What follows belongs to an exercise in optimizing a design on an open flow for small area; a production flow would make more cautious choices.
Function was checked by simulation only, so behaviour that the tests miss may differ from the original.

==> flow/design.v <==
module ecc_dec (
    input  wire         clk,
    input  wire         rst,
    input  wire         in_valid,
    input  wire [639:0] line_in,
    input  wire [45:0]  addr,
    output reg          out_valid,
    output reg  [511:0] data_out,
    output reg          err,
    output reg  [2:0]   kind,
    output reg  [3:0]   device,
    output reg  [7:0]   syn0,
    output reg  [7:0]   syn1,
    output reg  [7:0]   swmask
);
    function [7:0] xtime;
        input [7:0] b;
        xtime = {b[6:0], 1'b0} ^ (b[7] ? 8'h1D : 8'h00);
    endfunction
    function [79:0] checks;
        input [7:0] x, y;
        reg [106:0] w;
        begin
            w[7:0]  = x;
            w[15:8] = y;
            w[16] = w[4] ^ w[14];
            w[17] = w[1] ^ w[9];
            w[18] = w[6] ^ w[14];
            w[19] = w[7] ^ w[8];
            w[20] = w[6] ^ w[8];
            w[21] = w[4] ^ w[12];
            w[22] = w[0] ^ w[9];
            w[23] = w[4] ^ w[13];
            w[24] = w[5] ^ w[13];
            w[25] = w[4] ^ w[8];
            w[26] = w[5] ^ w[9];
            w[27] = w[3] ^ w[11];
            w[28] = w[4] ^ w[9];
            w[29] = w[16] ^ w[24];
            w[30] = w[5] ^ w[15];
            w[31] = w[6] ^ w[15];
            w[32] = w[6] ^ w[9];
            w[33] = w[4] ^ w[15];
            w[34] = w[29] ^ w[32];
            w[35] = w[2] ^ w[10];
            w[36] = w[0] ^ w[8];
            w[37] = w[10] ^ w[25];
            w[38] = w[5] ^ w[8];
            w[39] = w[7] ^ w[9];
            w[40] = w[7] ^ w[15];
            w[41] = w[10] ^ w[36];
            w[42] = w[17] ^ w[41];
            w[43] = w[10] ^ w[38];
            w[44] = w[19] ^ w[43];
            w[45] = w[10] ^ w[20];
            w[46] = w[3] ^ w[19];
            w[47] = w[3] ^ w[40];
            w[48] = w[3] ^ w[39];
            w[49] = w[29] ^ w[48];
            w[50] = w[16] ^ w[47];
            w[51] = w[24] ^ w[47];
            w[52] = w[10] ^ w[46];
            w[53] = w[10] ^ w[12];
            w[54] = w[26] ^ w[53];
            w[55] = w[17] ^ w[53];
            w[56] = w[32] ^ w[53];
            w[57] = w[28] ^ w[53];
            w[58] = w[22] ^ w[53];
            w[59] = w[39] ^ w[53];
            w[60] = w[29] ^ w[53];
            w[61] = w[2] ^ w[58];
            w[62] = w[8] ^ w[11];
            w[63] = w[17] ^ w[62];
            w[64] = w[28] ^ w[62];
            w[65] = w[32] ^ w[62];
            w[66] = w[2] ^ w[62];
            w[67] = w[39] ^ w[62];
            w[68] = w[26] ^ w[62];
            w[69] = w[22] ^ w[62];
            w[70] = w[48] ^ w[62];
            w[71] = w[2] ^ w[7];
            w[72] = w[20] ^ w[71];
            w[73] = w[31] ^ w[71];
            w[74] = w[32] ^ w[71];
            w[75] = w[18] ^ w[71];
            w[76] = w[10] ^ w[72];
            w[77] = w[24] ^ w[72];
            w[78] = w[62] ^ w[74];
            w[79] = w[13] ^ w[62];
            w[80] = w[43] ^ w[79];
            w[81] = w[45] ^ w[79];
            w[82] = w[41] ^ w[79];
            w[83] = w[37] ^ w[79];
            w[84] = w[3] ^ w[5];
            w[85] = w[16] ^ w[84];
            w[86] = w[23] ^ w[84];
            w[87] = w[33] ^ w[84];
            w[88] = w[25] ^ w[84];
            w[89] = w[0] ^ w[27];
            w[90] = w[65] ^ w[89];
            w[91] = w[55] ^ w[89];
            w[92] = w[1] ^ w[40];
            w[93] = w[65] ^ w[92];
            w[94] = w[16] ^ w[92];
            w[95] = w[12] ^ w[27];
            w[96] = w[62] ^ w[95];
            w[97] = w[0] ^ w[16];
            w[98] = w[65] ^ w[97];
            w[99] = w[18] ^ w[30];
            w[100] = w[92] ^ w[99];
            w[101] = w[79] ^ w[99];
            w[102] = w[97] ^ w[99];
            w[103] = w[13] ^ w[17];
            w[104] = w[65] ^ w[103];
            w[105] = w[66] ^ w[103];
            w[106] = w[88] ^ w[103];
            checks[0 +: 8] = {w[40], w[36], w[35], w[27], w[24], w[21], w[18], w[17]};
            checks[8 +: 8] = {w[96], w[66], w[42], w[31], w[29], w[23], w[22], w[19]};
            checks[16 +: 8] = {w[63], w[61], w[51], w[41], w[39], w[30], w[20], w[16]};
            checks[24 +: 8] = {w[77], w[69], w[55], w[50], w[44], w[38], w[33], w[32]};
            checks[32 +: 8] = {w[104], w[75], w[67], w[58], w[47], w[45], w[26], w[25]};
            checks[40 +: 8] = {w[100], w[82], w[73], w[65], w[59], w[46], w[43], w[28]};
            checks[48 +: 8] = {w[98], w[93], w[86], w[72], w[68], w[56], w[48], w[37]};
            checks[56 +: 8] = {w[106], w[102], w[85], w[81], w[74], w[64], w[54], w[52]};
            checks[64 +: 8] = {w[105], w[91], w[87], w[80], w[76], w[70], w[57], w[34]};
            checks[72 +: 8] = {w[101], w[94], w[90], w[88], w[83], w[78], w[60], w[49]};
        end
    endfunction
    wire [63:0] ad = {18'd0, addr};
    reg [63:0]  s0, s1;
    reg [7:0]   acc;
    reg [79:0]  chk;
    reg [79:0]  z;          
    reg [7:0]   clean;
    reg [9:0]   rest_name;  
    reg [9:0]   dc_c;
    reg         mark0;
    reg [7:0]   syn1_c;
    reg         found;
    reg [511:0] data_c;
    integer j, k;
    always @(*) begin
        for (j = 0; j < 8; j = j + 1) begin
            s0[8*j +: 8] = ad[8*j +: 8];
            acc = 8'h00;
            for (k = 9; k >= 0; k = k - 1) begin
                s0[8*j +: 8] = s0[8*j +: 8] ^ line_in[8*(10*j+k) +: 8];
                acc = xtime(acc) ^ line_in[8*(10*j+k) +: 8];
            end
            s1[8*j +: 8] = acc;
            clean[j] = ~|{s0[8*j +: 8], s1[8*j +: 8]};
            chk = checks(s0[8*j +: 8], s1[8*j +: 8]);
            for (k = 0; k < 10; k = k + 1)
                z[10*j+k] = ~|chk[8*k +: 8];
            for (k = 0; k < 8; k = k + 1)
                data_c[8*(8*j+k) +: 8] = line_in[8*(10*j+k) +: 8];
        end
        mark0 = (s0[7:0] == 8'h00) && (s1[7:0] >= 8'd1) && (s1[7:0] <= 8'd5);
        for (k = 0; k < 10; k = k + 1) begin
            rest_name[k] = 1'b1;
            for (j = 1; j < 8; j = j + 1)
                rest_name[k] = rest_name[k] & z[10*j+k];
            dc_c[k] = rest_name[k] & (z[k] | mark0);
        end
        syn1_c = 8'h00;
        found  = 1'b0;
        for (j = 0; j < 8; j = j + 1) begin
            if (!found) syn1_c = s1[8*j +: 8];
            found = found | !clean[j];
        end
    end
    reg [511:0] data_r;
    reg [63:0]  s0_r;
    reg [9:0]   dc_r;
    reg         mark0_r;
    reg [7:0]   swmask_r, syn1_r;
    always @(posedge clk) begin
        if (rst) out_valid <= 1'b0;
        else     out_valid <= in_valid;
        data_r   <= data_c;
        s0_r     <= s0;
        dc_r     <= dc_c;
        mark0_r  <= mark0;
        swmask_r <= ~clean;
        syn1_r   <= syn1_c;
    end
    reg       found_r, mk;
    reg [3:0] dev_enc;
    always @(*) begin
        for (j = 0; j < 8; j = j + 1)
            for (k = 0; k < 8; k = k + 1)
                data_out[8*(8*j+k) +: 8] = data_r[8*(8*j+k) +: 8] ^ (dc_r[k] ? s0_r[8*j +: 8] : 8'h00);
        err = |swmask_r;
        mk = mark0_r && (|dc_r);
        dev_enc = 4'd0;
        for (k = 0; k < 10; k = k + 1)
            if (dc_r[k]) dev_enc = dev_enc | k[3:0];
        device = (err && !mk) ? dev_enc : 4'd0;
        if (mk)                      kind = syn1_r[2:0] + 3'd1;
        else if (err && ~|dc_r)      kind = 3'd1;
        else                         kind = 3'd0;
        syn0    = 8'h00;
        found_r = 1'b0;
        for (j = 0; j < 8; j = j + 1) begin
            if (!found_r) syn0 = s0_r[8*j +: 8];
            found_r = found_r | swmask_r[j];
        end
        syn1   = syn1_r;
        swmask = swmask_r;
    end
endmodule
Settings: LEC_CHECK=0, CAP_MARGIN=20, CORE_AREA=2 2 288 288, CTS_CLUSTER_DIAMETER=130, CTS_CLUSTER_SIZE=25, DIE_AREA=0 0 290 290, PLACE_DENSITY=0.7, SETUP_SLACK_MARGIN=0.45, SLEW_MARGIN=20; clock period 6.0 ns.
standard.sh (not shown) runs the stock make flow with config.mk's settings and CLKGATE_MAP_FILE= SYNTH_SCRIPT=/design/flow/synth_recipe.tcl, a recipe that flattens the netlist after the stock synthesis.
==> flow/flow/run.sh <==
#!/bin/bash
# The standard layout (standard.sh) with these changes:
# - synthesis: the standard script, but abc maps with flow/map.abc (an
#   area-oriented mapping that keeps the design's xor structure) instead of
#   ORFS's speed script; flip-flops are mapped as in the standard synthesis
# - the 3-input xor/xnor cells are left out (two 2-input cells are smaller)
# - the port buffers are buf_1 cells (the resizer upsizes those on critical
#   paths) and the pins may sit one track apart, for a smaller die
# - timing-driven global placement keeps none of its trial buffering
#   (GPL_KEEP_OVERFLOW=0); timing is repaired after CTS and global routing
#   instead, aiming at the setup margin set in config.mk
export BUFFER_PORTS_ARGS="-buffer_cell sky130_fd_sc_hd__buf_1"
export PLACE_PINS_ARGS="-min_distance 1 -min_distance_in_tracks"
export ABC_SCRIPT_FILE=$PWD/flow/map.abc
bash standard.sh "DONT_USE_CELLS=sky130_fd_sc_hd__probe_p_8 sky130_fd_sc_hd__probec_p_8 sky130_fd_sc_hd__lpflow_bleeder_1 sky130_fd_sc_hd__lpflow_clkbufkapwr_1 sky130_fd_sc_hd__lpflow_clkbufkapwr_16 sky130_fd_sc_hd__lpflow_clkbufkapwr_2 sky130_fd_sc_hd__lpflow_clkbufkapwr_4 sky130_fd_sc_hd__lpflow_clkbufkapwr_8 sky130_fd_sc_hd__lpflow_clkinvkapwr_1 sky130_fd_sc_hd__lpflow_clkinvkapwr_16 sky130_fd_sc_hd__lpflow_clkinvkapwr_2 sky130_fd_sc_hd__lpflow_clkinvkapwr_4 sky130_fd_sc_hd__lpflow_clkinvkapwr_8 sky130_fd_sc_hd__lpflow_decapkapwr_12 sky130_fd_sc_hd__lpflow_decapkapwr_3 sky130_fd_sc_hd__lpflow_decapkapwr_4 sky130_fd_sc_hd__lpflow_decapkapwr_6 sky130_fd_sc_hd__lpflow_decapkapwr_8 sky130_fd_sc_hd__lpflow_inputiso0n_1 sky130_fd_sc_hd__lpflow_inputiso0p_1 sky130_fd_sc_hd__lpflow_inputiso1n_1 sky130_fd_sc_hd__lpflow_inputiso1p_1 sky130_fd_sc_hd__lpflow_inputisolatch_1 sky130_fd_sc_hd__lpflow_isobufsrc_1 sky130_fd_sc_hd__lpflow_isobufsrc_16 sky130_fd_sc_hd__lpflow_isobufsrc_2 sky130_fd_sc_hd__lpflow_isobufsrc_4 sky130_fd_sc_hd__lpflow_isobufsrc_8 sky130_fd_sc_hd__lpflow_isobufsrckapwr_16 sky130_fd_sc_hd__lpflow_lsbuf_lh_hl_isowell_tap_1 sky130_fd_sc_hd__lpflow_lsbuf_lh_hl_isowell_tap_2 sky130_fd_sc_hd__lpflow_lsbuf_lh_hl_isowell_tap_4 sky130_fd_sc_hd__lpflow_lsbuf_lh_isowell_4 sky130_fd_sc_hd__lpflow_lsbuf_lh_isowell_tap_1 sky130_fd_sc_hd__lpflow_lsbuf_lh_isowell_tap_2 sky130_fd_sc_hd__lpflow_lsbuf_lh_isowell_tap_4 sky130_fd_sc_hd__xor3_1 sky130_fd_sc_hd__xor3_2 sky130_fd_sc_hd__xor3_4 sky130_fd_sc_hd__xnor3_1 sky130_fd_sc_hd__xnor3_2 sky130_fd_sc_hd__xnor3_4" SYNTH_SCRIPT=$PWD/flow/synth.tcl GPL_KEEP_OVERFLOW=0 finish > standard.log 2>&1
Other scripts of this flow, unchanged in this note and not shown: flow/flow/map.abc, flow/flow/synth.tcl
The first run passed the timing, DRC and antenna checks.
Edit:
--- a/flow/flow/run.sh
+++ b/flow/flow/run.sh
@@ -9,3 +8,0 @@
-# - timing-driven global placement keeps none of its trial buffering
-#   (GPL_KEEP_OVERFLOW=0); timing is repaired after CTS and global routing
-#   instead, aiming at the setup margin set in config.mk
- CTS_CLUSTER_DIAMETER: 130 -> 120
- CTS_CLUSTER_SIZE: 25 -> 20
- SETUP_SLACK_MARGIN: 0.45 -> default
With this change the flow ran to the end with violations: negative setup slack. Setup slack loses 0.30 ns. Worst hold slack is better by 0.054 ns. Utilization hardly moves. Wire length rises by 1.9%.
Edit:
--- a/flow/flow/run.sh
+++ b/flow/flow/run.sh
@@ -8,0 +9,3 @@
+# - timing-driven global placement keeps none of its trial buffering
+#   (GPL_KEEP_OVERFLOW=0); timing is repaired after CTS and global routing
+#   instead, aiming at the setup margin set in config.mk
- SETUP_SLACK_MARGIN: default -> 0.45
What happened:
- This time the run finished clean
- core utilization increases by 0.23 points
- die area stays the same
- sequential share of layout area is about the same
- cell area increases slightly
Edit:
--- a/flow/flow/run.sh
+++ b/flow/flow/run.sh
@@ -9,3 +8,0 @@
-# - timing-driven global placement keeps none of its trial buffering
-#   (GPL_KEEP_OVERFLOW=0); timing is repaired after CTS and global routing
-#   instead, aiming at the setup margin set in config.mk
- SETUP_SLACK_MARGIN: 0.45 -> 0.15
Outcome: Now the flow reached the layout checks and failed them: negative setup slack. Wire length went up slightly. Count of clock-buffer cells in the layout went up by 1. Via count barely changes.
Edit:
- SETUP_SLACK_MARGIN: 0.15 -> 0.45
This time the run ran to the end with no violations.
Worst setup slack is better by 0.44 ns.
Non-clock buffer count is unchanged.
Fmax climbs by 7.8%.
Cell area barely changes.
Edit:
- SETUP_SLACK_MARGIN: 0.45 -> 0.6
After rerunning:
- The changed run finished with timing, DRC and antenna clean
- maximum frequency barely changes
- cell area climbs by 1.3%
- utilization climbs by 0.74 points
- via count drops by 0.35%
- clock-buffer cell count is unchanged
- routed wire length drops by 0.53%

---

== lane 1 ==
Another version of the RTL of ecc_dec (not shown whole).
Size in the first run: roughly 600 flip-flops, roughly 1200 I/O pins, about 0.043 mm2 of cells after synthesis.
Settings: LEC_CHECK=0, CAP_MARGIN=20, CORE_AREA=2 2 288 288, DIE_AREA=0 0 290 290, PLACE_DENSITY=0.7, SLEW_MARGIN=20; clock period 6.0 ns.
==> flow/flow/run.sh <==
#!/bin/bash
# Standard layout with two changes: the port buffers are buf_1 cells (the
# resizer upsizes those on critical paths), and the 3-input xor/xnor cells
# are left out (two 2-input cells are smaller).
export BUFFER_PORTS_ARGS="-buffer_cell sky130_fd_sc_hd__buf_1"
export PLACE_PINS_ARGS="-min_distance 1 -min_distance_in_tracks"
bash standard.sh "DONT_USE_CELLS=sky130_fd_sc_hd__probe_p_8 sky130_fd_sc_hd__probec_p_8 sky130_fd_sc_hd__lpflow_bleeder_1 sky130_fd_sc_hd__lpflow_clkbufkapwr_1 sky130_fd_sc_hd__lpflow_clkbufkapwr_16 sky130_fd_sc_hd__lpflow_clkbufkapwr_2 sky130_fd_sc_hd__lpflow_clkbufkapwr_4 sky130_fd_sc_hd__lpflow_clkbufkapwr_8 sky130_fd_sc_hd__lpflow_clkinvkapwr_1 sky130_fd_sc_hd__lpflow_clkinvkapwr_16 sky130_fd_sc_hd__lpflow_clkinvkapwr_2 sky130_fd_sc_hd__lpflow_clkinvkapwr_4 sky130_fd_sc_hd__lpflow_clkinvkapwr_8 sky130_fd_sc_hd__lpflow_decapkapwr_12 sky130_fd_sc_hd__lpflow_decapkapwr_3 sky130_fd_sc_hd__lpflow_decapkapwr_4 sky130_fd_sc_hd__lpflow_decapkapwr_6 sky130_fd_sc_hd__lpflow_decapkapwr_8 sky130_fd_sc_hd__lpflow_inputiso0n_1 sky130_fd_sc_hd__lpflow_inputiso0p_1 sky130_fd_sc_hd__lpflow_inputiso1n_1 sky130_fd_sc_hd__lpflow_inputiso1p_1 sky130_fd_sc_hd__lpflow_inputisolatch_1 sky130_fd_sc_hd__lpflow_isobufsrc_1 sky130_fd_sc_hd__lpflow_isobufsrc_16 sky130_fd_sc_hd__lpflow_isobufsrc_2 sky130_fd_sc_hd__lpflow_isobufsrc_4 sky130_fd_sc_hd__lpflow_isobufsrc_8 sky130_fd_sc_hd__lpflow_isobufsrckapwr_16 sky130_fd_sc_hd__lpflow_lsbuf_lh_hl_isowell_tap_1 sky130_fd_sc_hd__lpflow_lsbuf_lh_hl_isowell_tap_2 sky130_fd_sc_hd__lpflow_lsbuf_lh_hl_isowell_tap_4 sky130_fd_sc_hd__lpflow_lsbuf_lh_isowell_4 sky130_fd_sc_hd__lpflow_lsbuf_lh_isowell_tap_1 sky130_fd_sc_hd__lpflow_lsbuf_lh_isowell_tap_2 sky130_fd_sc_hd__lpflow_lsbuf_lh_isowell_tap_4 sky130_fd_sc_hd__xor3_1 sky130_fd_sc_hd__xor3_2 sky130_fd_sc_hd__xor3_4 sky130_fd_sc_hd__xnor3_1 sky130_fd_sc_hd__xnor3_2 sky130_fd_sc_hd__xnor3_4" finish > standard.log 2>&1
The inputs of lane 2 differ from those of lane 1 as listed below.
- putting SETUP_SLACK_MARGIN at 0.3 where nothing was set
- swapping 2 2 288 288 for 2 2 348 348 in CORE_AREA
- swapping 0.7 for 0.6 in PLACE_DENSITY
- swapping 0 0 290 290 for 0 0 350 350 in DIE_AREA
- putting GPL_TIMING_DRIVEN at 0 where nothing was set
--- a/flow/flow/run.sh
+++ b/flow/flow/run.sh
@@ -4,4 +4,3 @@
 # are left out (two 2-input cells are smaller).
 export BUFFER_PORTS_ARGS="-buffer_cell sky130_fd_sc_hd__buf_1"
-export PLACE_PINS_ARGS="-min_distance 1 -min_distance_in_tracks"
 bash standard.sh "DONT_USE_CELLS=sky130_fd_sc_hd__probe_p_8 sky130_fd_sc_hd__probec_p_8 sky130_fd_sc_hd__lpflow_bleeder_1 sky130_fd_sc_hd__lpflow_clkbufkapwr_1 sky130_fd_sc_hd__lpflow_clkbufkapwr_16 sky130_fd_sc_hd__lpflow_clkbufkapwr_2 sky130_fd_sc_hd__lpflow_clkbufkapwr_4 sky130_fd_sc_hd__lpflow_clkbufkapwr_8 sky130_fd_sc_hd__lpflow_clkinvkapwr_1 sky130_fd_sc_hd__lpflow_clkinvkapwr_16 sky130_fd_sc_hd__lpflow_clkinvkapwr_2 sky130_fd_sc_hd__lpflow_clkinvkapwr_4 sky130_fd_sc_hd__lpflow_clkinvkapwr_8 sky130_fd_sc_hd__lpflow_decapkapwr_12 sky130_fd_sc_hd__lpflow_decapkapwr_3 sky130_fd_sc_hd__lpflow_decapkapwr_4 sky130_fd_sc_hd__lpflow_decapkapwr_6 sky130_fd_sc_hd__lpflow_decapkapwr_8 sky130_fd_sc_hd__lpflow_inputiso0n_1 sky130_fd_sc_hd__lpflow_inputiso0p_1 sky130_fd_sc_hd__lpflow_inputiso1n_1 sky130_fd_sc_hd__lpflow_inputiso1p_1 sky130_fd_sc_hd__lpflow_inputisolatch_1 sky130_fd_sc_hd__lpflow_isobufsrc_1 sky130_fd_sc_hd__lpflow_isobufsrc_16 sky130_fd_sc_hd__lpflow_isobufsrc_2 sky130_fd_sc_hd__lpflow_isobufsrc_4 sky130_fd_sc_hd__lpflow_isobufsrc_8 sky130_fd_sc_hd__lpflow_isobufsrckapwr_16 sky130_fd_sc_hd__lpflow_lsbuf_lh_hl_isowell_tap_1 sky130_fd_sc_hd__lpflow_lsbuf_lh_hl_isowell_tap_2 sky130_fd_sc_hd__lpflow_lsbuf_lh_hl_isowell_tap_4 sky130_fd_sc_hd__lpflow_lsbuf_lh_isowell_4 sky130_fd_sc_hd__lpflow_lsbuf_lh_isowell_tap_1 sky130_fd_sc_hd__lpflow_lsbuf_lh_isowell_tap_2 sky130_fd_sc_hd__lpflow_lsbuf_lh_isowell_tap_4 sky130_fd_sc_hd__xor3_1 sky130_fd_sc_hd__xor3_2 sky130_fd_sc_hd__xor3_4 sky130_fd_sc_hd__xnor3_1 sky130_fd_sc_hd__xnor3_2 sky130_fd_sc_hd__xnor3_4" finish > standard.log 2>&1
--- outcome ---
Completing all stages was not enough for lane 2: its layout failed the final checks because of setup timing.
Of the two values seen for capturing instance or port of the critical path, syn0[2] was produced by lane 1 and mk_r$_DFF_P_ by lane 2.
In the route summary, lane 2 ends up with a via count below that of lane 1.
Design area: lane 1 and lane 2 compared, higher one is lane 2
In the flow results for lane 1 and lane 2, the vertical extent of the die is smaller on lane 1.
Compared with lane 1, lane 2 shows count of cells along the worst hold path lower by 1.

==> static timing again, ports no longer ideal <==
How much do the figures lean on ideal ports? The routed layouts below were timed once more, with nothing changed but the port constraints. Step 1, drivers: a clkbuf_16 drives clk and a buf_2 each remaining input, both assumed. Step 2 times the ports against the registers' clock, not the clock port: input delays grow and output delays shrink by t, the midpoint of the rising clock arrivals with the driver on. Three values: ideal ports, drivers, drivers and shift; two values: the first two.
run	shift t [ns]	slack for setup (ns)	hold slack, ns	worst setup path at the end	worst register clock-pin slew, ns
the first run of note 1	0.710	0.241 / 0.290 / -0.420	0.688 / 0.650 / 1.360	input to register	0.11 / 0.11
the second run of note 1	0.661	-0.061 / -0.011 / -0.673	0.741 / 0.697 / 1.359	input to register	0.10 / 0.10
the third run of note 1	0.663	0.379 / 0.410 / -0.253	0.740 / 0.705 / 1.368	input to register	0.10 / 0.10
the fourth run of note 1	0.667	-0.057 / -0.007 / -0.674	0.731 / 0.693 / 1.360	input to register	0.10 / 0.10
the fifth run of note 1	0.663	0.379 / 0.410 / -0.253	0.740 / 0.705 / 1.368	input to register	0.10 / 0.10
the sixth run of note 1	0.665	0.383 / 0.433 / -0.233	0.728 / 0.702 / 1.367	input to register	0.10 / 0.10
lane 1	0.713	0.745 / 0.671 / 0.085	0.688 / 0.638 / 1.351	input to register	0.07 / 0.07
lane 2	0.741	-0.041 / -0.016 / -0.757	0.670 / 0.626 / 1.367	input to register	0.07 / 0.07
Met with ideal ports but missed after step 2: setup timing in the first run of note 1, the third run of note 1, the fifth run of note 1 and the sixth run of note 1. For lane 2, which loses most, drivers alone change the setup slack by +0.025 ns; drivers and shift together by -0.716 ns.
